What follows belongs to an exercise in optimizing a design on an open flow for small area, a short achievable clock period and few clock cycles; a production flow would make more cautious choices. The RTL of this run was laid out without a check of its function.

`flow/flow/run.sh`:
```
#!/bin/bash
# The standard layout, with two changes to how it is made:
#  - port buffers are sky130_fd_sc_hd__buf_1 instead of the default delay cell
#  - repair_timing aims for a large setup margin, so that the critical paths
#    are sized for a much shorter cycle than the 25 ns clock
# make's output goes to run_standard.log here; ORFS's own logs stay in orfs/logs.
set -euo pipefail
bash standard.sh \
  'BUFFER_PORTS_ARGS=-buffer_cell sky130_fd_sc_hd__buf_1' \
  SETUP_SLACK_MARGIN=19.0 \
  finish > run_standard.log 2>&1
```
`flow/standard.sh`:
```
#!/bin/bash
# synth_recipe.tcl (not shown) runs the flow's synth.tcl, then flattens the netlist and writes it again
# the make line also repeats each setting of config.mk as NAME=value (left out here)
make -C /OpenROAD-flow-scripts/flow DESIGN_CONFIG=/design/flow/config.mk WORK_HOME=/design/flow/orfs CLKGATE_MAP_FILE= SYNTH_SCRIPT=/design/flow/synth_recipe.tcl "${@:-finish}"
```
`flow/config.mk`:
```
export PLATFORM = sky130hd
export DESIGN_NAME = crc_engine
export DESIGN_NICKNAME = crc_engine
export VERILOG_FILES = /design/flow/design.v
export SDC_FILE = /design/flow/constraint.sdc
export NUM_CORES = 4
export LEC_CHECK = 0
export CAP_MARGIN = 20
export CORE_MARGIN = 2
export CORE_UTILIZATION = 65
export CTS_CLUSTER_DIAMETER = 100
export CTS_CLUSTER_SIZE = 20
export SETUP_SLACK_MARGIN = 1.0
export SLEW_MARGIN = 20
```
`flow/constraint.sdc`:
```
create_clock -name core_clock -period 25.0 [get_ports {clk}]
set_input_delay 5.0000 -clock core_clock [delete_from_list [all_inputs] [get_ports {clk}]]
set_output_delay 5.0000 -clock core_clock [all_outputs]
set_load 0.01 [all_outputs]
```
`flow/design.v`:
```
module crc_engine (
    input  wire        clk,
    input  wire        rst_n,
    input  wire        start,
    input  wire [6:0]  cfg_width,        
    input  wire [63:0] cfg_poly,         
    input  wire [63:0] cfg_init,
    input  wire [63:0] cfg_xorout,
    input  wire        cfg_refin,
    input  wire        cfg_refout,
    input  wire [3:0]  cfg_prefix_len,   
    input  wire [63:0] cfg_prefix,
    input  wire [3:0]  cfg_suffix_len,   
    input  wire [63:0] cfg_suffix,
    input  wire        in_valid,
    input  wire [7:0]  in_data,
    input  wire        in_last,
    output reg         in_ready,
    output reg         busy,
    output reg         done,
    output reg  [63:0] result
);
    localparam [1:0] S_IDLE = 2'd0,
                     S_AL   = 2'd1,
                     S_RUN  = 2'd2,
                     S_OUT  = 2'd3;
    reg [1:0]  state;
    reg        ld;           
    reg        first;        
    reg [3:0]  pre_left;     
    reg [3:0]  suf_left;     
    reg        got_last;     
    reg        data_done;    
    reg [7:0]  hb;           
    reg        hb_v;
    reg        hb_l;
    reg [7:0]  fr;           
    reg        use_hb;       
    reg [7:1]  mc;           
    reg [63:0] crc;          
    reg [63:0] poly;         
    reg [5:0]  rot;          
    reg        refin;
    reg        refout;
    reg [63:0] xorout;
    reg [63:0] prefix;
    reg [63:0] suffix;
    function [63:0] rev64(input [63:0] v);
        integer n;
        begin
            for (n = 0; n < 64; n = n + 1)
                rev64[n] = v[63 - n];
        end
    endfunction
    function [7:0] rev8(input [7:0] v);
        integer n;
        begin
            for (n = 0; n < 8; n = n + 1)
                rev8[n] = v[7 - n];
        end
    endfunction
    function [7:1] mcoef(input [63:57] ptop);
        integer d, e;
        reg [7:0] m;
        begin
            m[0] = 1'b1;
            for (d = 1; d < 8; d = d + 1) begin
                m[d] = 1'b0;
                for (e = 1; e <= d; e = e + 1)
                    m[d] = m[d] ^ (ptop[64 - e] & m[d - e]);
            end
            mcoef = m[7:1];
        end
    endfunction
    wire run     = (state == S_RUN);
    wire pre_ph  = (pre_left != 4'd0);
    wire suf_ph  = !pre_ph && data_done;
    wire step    = run && (!use_hb || hb_v);
    wire is_last = use_hb ? (hb_l && suf_left == 4'd0) : (suf_ph && suf_left == 4'd1);
    wire take    = in_valid && in_ready;
    reg  [63:0] rot_in;
    always @* begin
        if (state == S_AL)
            rot_in = poly;
        else if (run)
            rot_in = crc;
        else
            rot_in = rev64(crc);
    end
    reg  [63:0] rot_out;
    integer r;
    always @* begin
        rot_out = rot_in;
        for (r = 0; r < 6; r = r + 1)
            if (rot[r])
                rot_out = (rot_out >> (1 << r)) | (rot_out << (64 - (1 << r)));
    end
    wire [63:0] crc_in = first ? rot_out : crc;
    wire [7:0]  feed   = use_hb ? hb : fr;
    wire [7:0]  t      = crc_in[63:56] ^ feed;
    reg  [7:0]  fbv;
    reg  [63:0] crc_next;
    integer i, j;
    always @* begin
        for (i = 0; i < 8; i = i + 1) begin
            fbv[i] = t[i];
            for (j = i + 1; j < 8; j = j + 1)
                fbv[i] = fbv[i] ^ (mc[j - i] & t[j]);
        end
        crc_next = crc_in << 8;
        for (i = 0; i < 8; i = i + 1)
            crc_next = crc_next ^ ({64{fbv[i]}} & (poly << i));
    end
    reg [1:0] state_n;
    reg [3:0] pre_n, suf_n;
    reg       hb_v_n, got_last_n, data_done_n;
    always @* begin
        state_n     = state;
        pre_n       = pre_left;
        suf_n       = suf_left;
        hb_v_n      = hb_v;
        got_last_n  = got_last;
        data_done_n = data_done;
        if (state == S_AL)
            state_n = S_RUN;
        if (step) begin
            if (is_last)
                state_n = S_OUT;
            if (pre_ph)
                pre_n = pre_left - 4'd1;
            else if (use_hb) begin
                hb_v_n = 1'b0;
                if (hb_l)
                    data_done_n = 1'b1;
            end else
                suf_n = suf_left - 4'd1;
        end
        if (take) begin
            hb_v_n     = 1'b1;
            got_last_n = in_last;
        end
        if (ld) begin
            state_n     = start ? S_AL : S_IDLE;
            hb_v_n      = 1'b0;
            got_last_n  = 1'b0;
            data_done_n = 1'b0;
        end
        if (!rst_n)
            state_n = S_IDLE;
    end
    wire busy_n   = (state_n == S_AL) || (state_n == S_RUN);
    wire [3:0] pre_nn = ld ? cfg_prefix_len : pre_n;
    wire pre_ph_n = (pre_nn != 4'd0);
    always @(posedge clk) begin
        result    <= (refout ? rev64(crc) : rev64(rot_out)) ^ xorout;
        done      <= rst_n && (state == S_OUT);
        state     <= state_n;
        busy      <= busy_n;
        ld        <= !busy_n;
        in_ready  <= busy_n && !got_last_n && !(hb_v_n && (pre_ph_n || state_n != S_RUN));
        pre_left  <= pre_nn;
        suf_left  <= ld ? cfg_suffix_len : suf_n;
        hb_v      <= hb_v_n;
        got_last  <= got_last_n;
        data_done <= data_done_n;
        use_hb    <= !pre_ph_n && !data_done_n;
        first     <= ld || (first && !step);
        if (pre_n != 4'd0)
            fr <= refin ? rev8(prefix[(pre_n - 4'd1) * 8 +: 8]) : prefix[(pre_n - 4'd1) * 8 +: 8];
        else
            fr <= refin ? rev8(suffix[(suf_n - 4'd1) * 8 +: 8]) : suffix[(suf_n - 4'd1) * 8 +: 8];
        if (state == S_AL)
            mc <= mcoef(rot_out[63:57]);
        if (ld) begin
            rot    <= cfg_width[5:0];
            refin  <= cfg_refin;
            refout <= cfg_refout;
            poly   <= cfg_poly;
            crc    <= cfg_init;
            xorout <= cfg_xorout;
            prefix <= cfg_prefix;
            suffix <= cfg_suffix;
        end else begin
            if (state == S_AL)
                poly <= rot_out;
            if (step)
                crc <= crc_next;
            if (take) begin
                hb   <= refin ? rev8(in_data) : in_data;
                hb_l <= in_last;
            end
        end
    end
endmodule
```
==> run notes <==
==> placed cells by master, fill, tap and decap left out, types with 103 or more instances in the layout <==
cell type | netlist | routed
buf_1 | 33 | 348
edfxtp_1 | 344 | 344
mux2_2 | 170 | 169
mux2i_1 | 221 | 214
mux4_2 | 115 | 115
nand2_1 | 746 | 743
nor2_1 | 109 | 103
o21ai_0 | 193 | 183
xnor2_1 | 152 | 146
xnor3_1 | 139 | 130
xor2_1 | 153 | 151
==> Yosys cell counts, drive strengths merged (7+ instances only) <==
library cell / count / area [µm²]
nand2b: 26 / 163
clkbuf: 140 / 526
and2: 28 / 175
a22oi: 35 / 263
and3: 11 / 68.8
a31oi: 12 / 75.1
ha: 9 / 113
o22a: 8 / 70.1
mux2i: 221 / 2210
mux2: 188 / 2120
nor2b: 7 / 43.8
xnor3: 140 / 3150
a32oi: 19 / 166
xnor2: 152 / 1330
o21ai: 209 / 1050
a21oi: 76 / 380
nand2: 746 / 2800
or2: 12 / 75.1
nand4: 8 / 50.1
nand3: 36 / 180
nor3: 25 / 135
o32ai: 9 / 78.8
inv: 35 / 131
xor2: 153 / 1340
buf: 148 / 816
edfxtp: 344 / 10300
a221oi: 8 / 70.1
o211ai: 11 / 82.6
nor2: 109 / 409
a211oi: 13 / 103
dfxtp: 91 / 1820
mux4: 115 / 2590
o22ai: 36 / 225
==> area by class of cell <==
cell class              instances  area [µm²]  area share, %
repair buffers                546        3610           9.33
well taps                     680         851           2.20
multi-input cells            2523       21100           54.6
inverters                      37         145          0.375
clock inverters                 1        8.76         0.0226
clock buffers                  45         726           1.87
flip-flops and latches        435       12200           31.6
diodes                         12        30.0         0.0776
==> kinds of logic (layout without fill, tap and decap cells) <==
kind of cell | count (synthesis) | count (layout) | synth area share [%]
AND/OR/NAND/NOR | 1030 | 1030 | 12.5
multiplexers | 524 | 524 | 20.3
AO/OA/AOI/OAI | 505 | 505 | 9.38
XOR/XNOR | 449 | 455 | 17.4
flip-flops | 435 | 435 | 35.7
buffers and inverters | 325 | 629 | 4.35
adder cells (fa/ha/maj) | 9 | 9 | 0.331
other | 0 | 12 | 0
==> worst reg2reg max path, delay by kind of cell, from the launching register on <==
family | cells | cell delay, ps
AO/OA/AOI/OAI | 5 | 3070
XOR/XNOR | 3 | 1180
buffers and inverters | 2 | 470
flip-flops | 1 | 410
multiplexers | 3 | 720
AND/OR/NAND/NOR | 2 | 480
==> sequential cells by signal, summed over array words and instances, names as in the netlist, 2 cells and up <==
| signal | cells |
|---|---|
| crc | 64 |
| poly | 64 |
| prefix | 64 |
| result | 64 |
| suffix | 64 |
| xorout | 64 |
| fr | 8 |
| hb | 8 |
| mc | 7 |
| rot | 6 |
| pre_left | 4 |
| suf_left | 4 |
| state | 2 |
==> worst paths after layout <==
path	start	slack, ps	endpoint
max reg2reg	state[1]	18480	crc[34]
min	xorout[8]	430	result[8]
max	state[1]	18480	crc[34]
min reg2reg	xorout[8]	430	result[8]
==> through the flow <==
stage	hold slack (ps)	area [µm²]	setup WS, ps
after floorplan	428	34100	19040
after global placement	431	35600	16620
after detailed placement	433	35600	16450
after CTS	430	37700	18910
after global routing	442	38700	18830
final	427	38700	18480
==> timing repair <==
| item | in CTS | in global routing |
|---|---|---|
| hold buffers | 0 | 0 |
| pin swaps | 14 | 19 |
| buffers inserted | 22 | 37 |
| cloned | 14 | 6 |
| endpoints found under the hold margin | 0 | 0 |
| setup endpoints to repair | 137 | 129 |
| gates resized for setup | 197 | 112 |
==> routing by layer <==
metal	wire length (µm)	share of wire, %	vias up
met5	242	0.17	-
met4	14400	9.9	10
met3	23900	16	1052
met2	61000	42	3251
met1	46100	32	14800
li1	-	-	12400
==> results by group <==
Timing
  • Max-slew violations: 2
  • Setup_tns: 0 ps
  • Fin crit share: 26.1%
  • Slew HR: -17.6%
  • Maximum clock rate: 0.153 GHz
  • Final setup fails: 0
  • Final min period: 6520 ps
  • Worst-Margin Slew: 1750 ps
  • Final hold violation count: 0
  • Clock Skew: 46.7 ps
  • RSZ-0062 raised after global routing: yes

CTS
  • Total CTS buffers: 25
  • H-tree depth: 1
  • Reg clk slew, reported paths: 100 ps
  • Root buffer cell: clkbuf_16
  • Skew-Pair Late Insertion Delay: 630 ps
  • TritonCTS clock tree: yes
  • Clk sinks: 435
  • Max clock buf depth: 3

Run status
  • Layout Check Fails: capacitance limit, slew limit
  • Outcome: complete, but fails checks

Min path
  • Worst Hold Class: reg2reg
  • Worst Hold Depth: 1

Critical path
  • CP Cell Sequence: buf_8, nand2b_2, inv_6, a32oi_1, a22oi_1, a221o_1, mux2i_1, mux2i_1, nand2_1, o21ai_0, o21ai_0, xnor3_1, xnor3_1, xnor3_1, mux2_2
  • Stages on worst setup path: 15
  • Buffers plus inverters on the worst setup path: 2
  • Worst Path Required: 25,390 ps
  • Max incr delay on CP: 1500 ps
  • CP Class: reg2reg
  • R2R cell count: 15
  • Cell family with most CP delay: compound AO/OA/AOI/OAI gates
  • Critical-path maximum fanout: 28
  • CP endpoint kind: flip-flop
  • Critical Path AT: 6910 ps
  • Worst path slowest cell: o21ai_0
  • CP Launch Type: flip-flop
  • CP dominant cell by count: xnor3_1

Drt
  • Via density per instance: 7.35
  • Final WL: 146 mm
  • Vias: 31,500
  • DRT Pass-1 Iters: 10
  • # DRC: 0
  • Iter 0 DRT Violations: 6,253
  • WL/cell: 34.1 µm
  • Antenna Nets Post-Route: 0

Logic synthesis
  • Synth unique cells: 81
  • Mapped Cells: 3,277
  • Yosys warns: 1
  • Most used DFF post-synth: edfxtp_1
  • Post-synth ARST share: 0%
  • Net count after synthesis: 3,636
  • Mapped cell area: 34,000 µm²
  • Post-synth EDFFs: 344
  • Syn avg cell area: 10.4 µm²
  • Seq cells post-synth: 435
  • Post-synthesis sequential area ratio: 35.7%

Floorplan
  • # IOs: 417
  • Core box area: 51,500 µm²
  • Die span in x: 233 µm
  • Starting Density: 66.1%
  • Die area: 54,200 µm²
  • Die Y: 233 µm
  • Rows: 83

GRT
  • Most used routing layer: met2
  • Global Route met2 Usage: 75.8%
  • M1 GR Usage: 61.4%
  • Total GRT Usage: 51.2%
  • Grt met3 use: 20.2%
  • Total gr overflow: 0
  • Largest net degree at the start of global routing: 178
  • Vias in the first global route: 29,300
  • Antenna violations before repair: 11
  • First-pass GRT wire length: 198 mm

Cells and area
  • Final core occ: 75.1%
  • Area Growth Syn to Fin: 13.7%
  • Layout cell share with drive strength beyond 1: 18.7%
  • Filler Cell Count: 3,175
  • Final nets: 3,927
  • Finished Layout Cells: 4,279

Place
  • Routability cong.: 1.05
  • Placed insts: 4,138
  • Detailed placer's ending HPWL: 92.2 mm
  • PortBufs: 415

Flow run
  • Max cap viols: 1

-- port drivers added, routing unchanged --
How much do the figures lean on ideal ports? The routed layout below was timed once more, with nothing changed but the port constraints. Step 1 assumes that a clkbuf_16 drives the clock port and a buf_2 every other input. Step 2 adds t to the input delays and takes it off the output delays; t is the mean of the earliest and latest rising clock arrival at the registers after step 1. Input paths then give back, and output paths get back, about the clock's delay inside the block. Three values: no drivers, after step 1, after step 2; two values: the first two.
shift t [ns]: 0.669
slack for setup (ns): 18.480 / 18.480 / 18.480
worst setup path after step 2: register to register
worst register clock-pin slew, ns: 0.10 / 0.10
pins driven straight from the clock port: 1
The setup slack of this run moves by 0.000 ns with the drivers and by 0.000 ns with both steps.
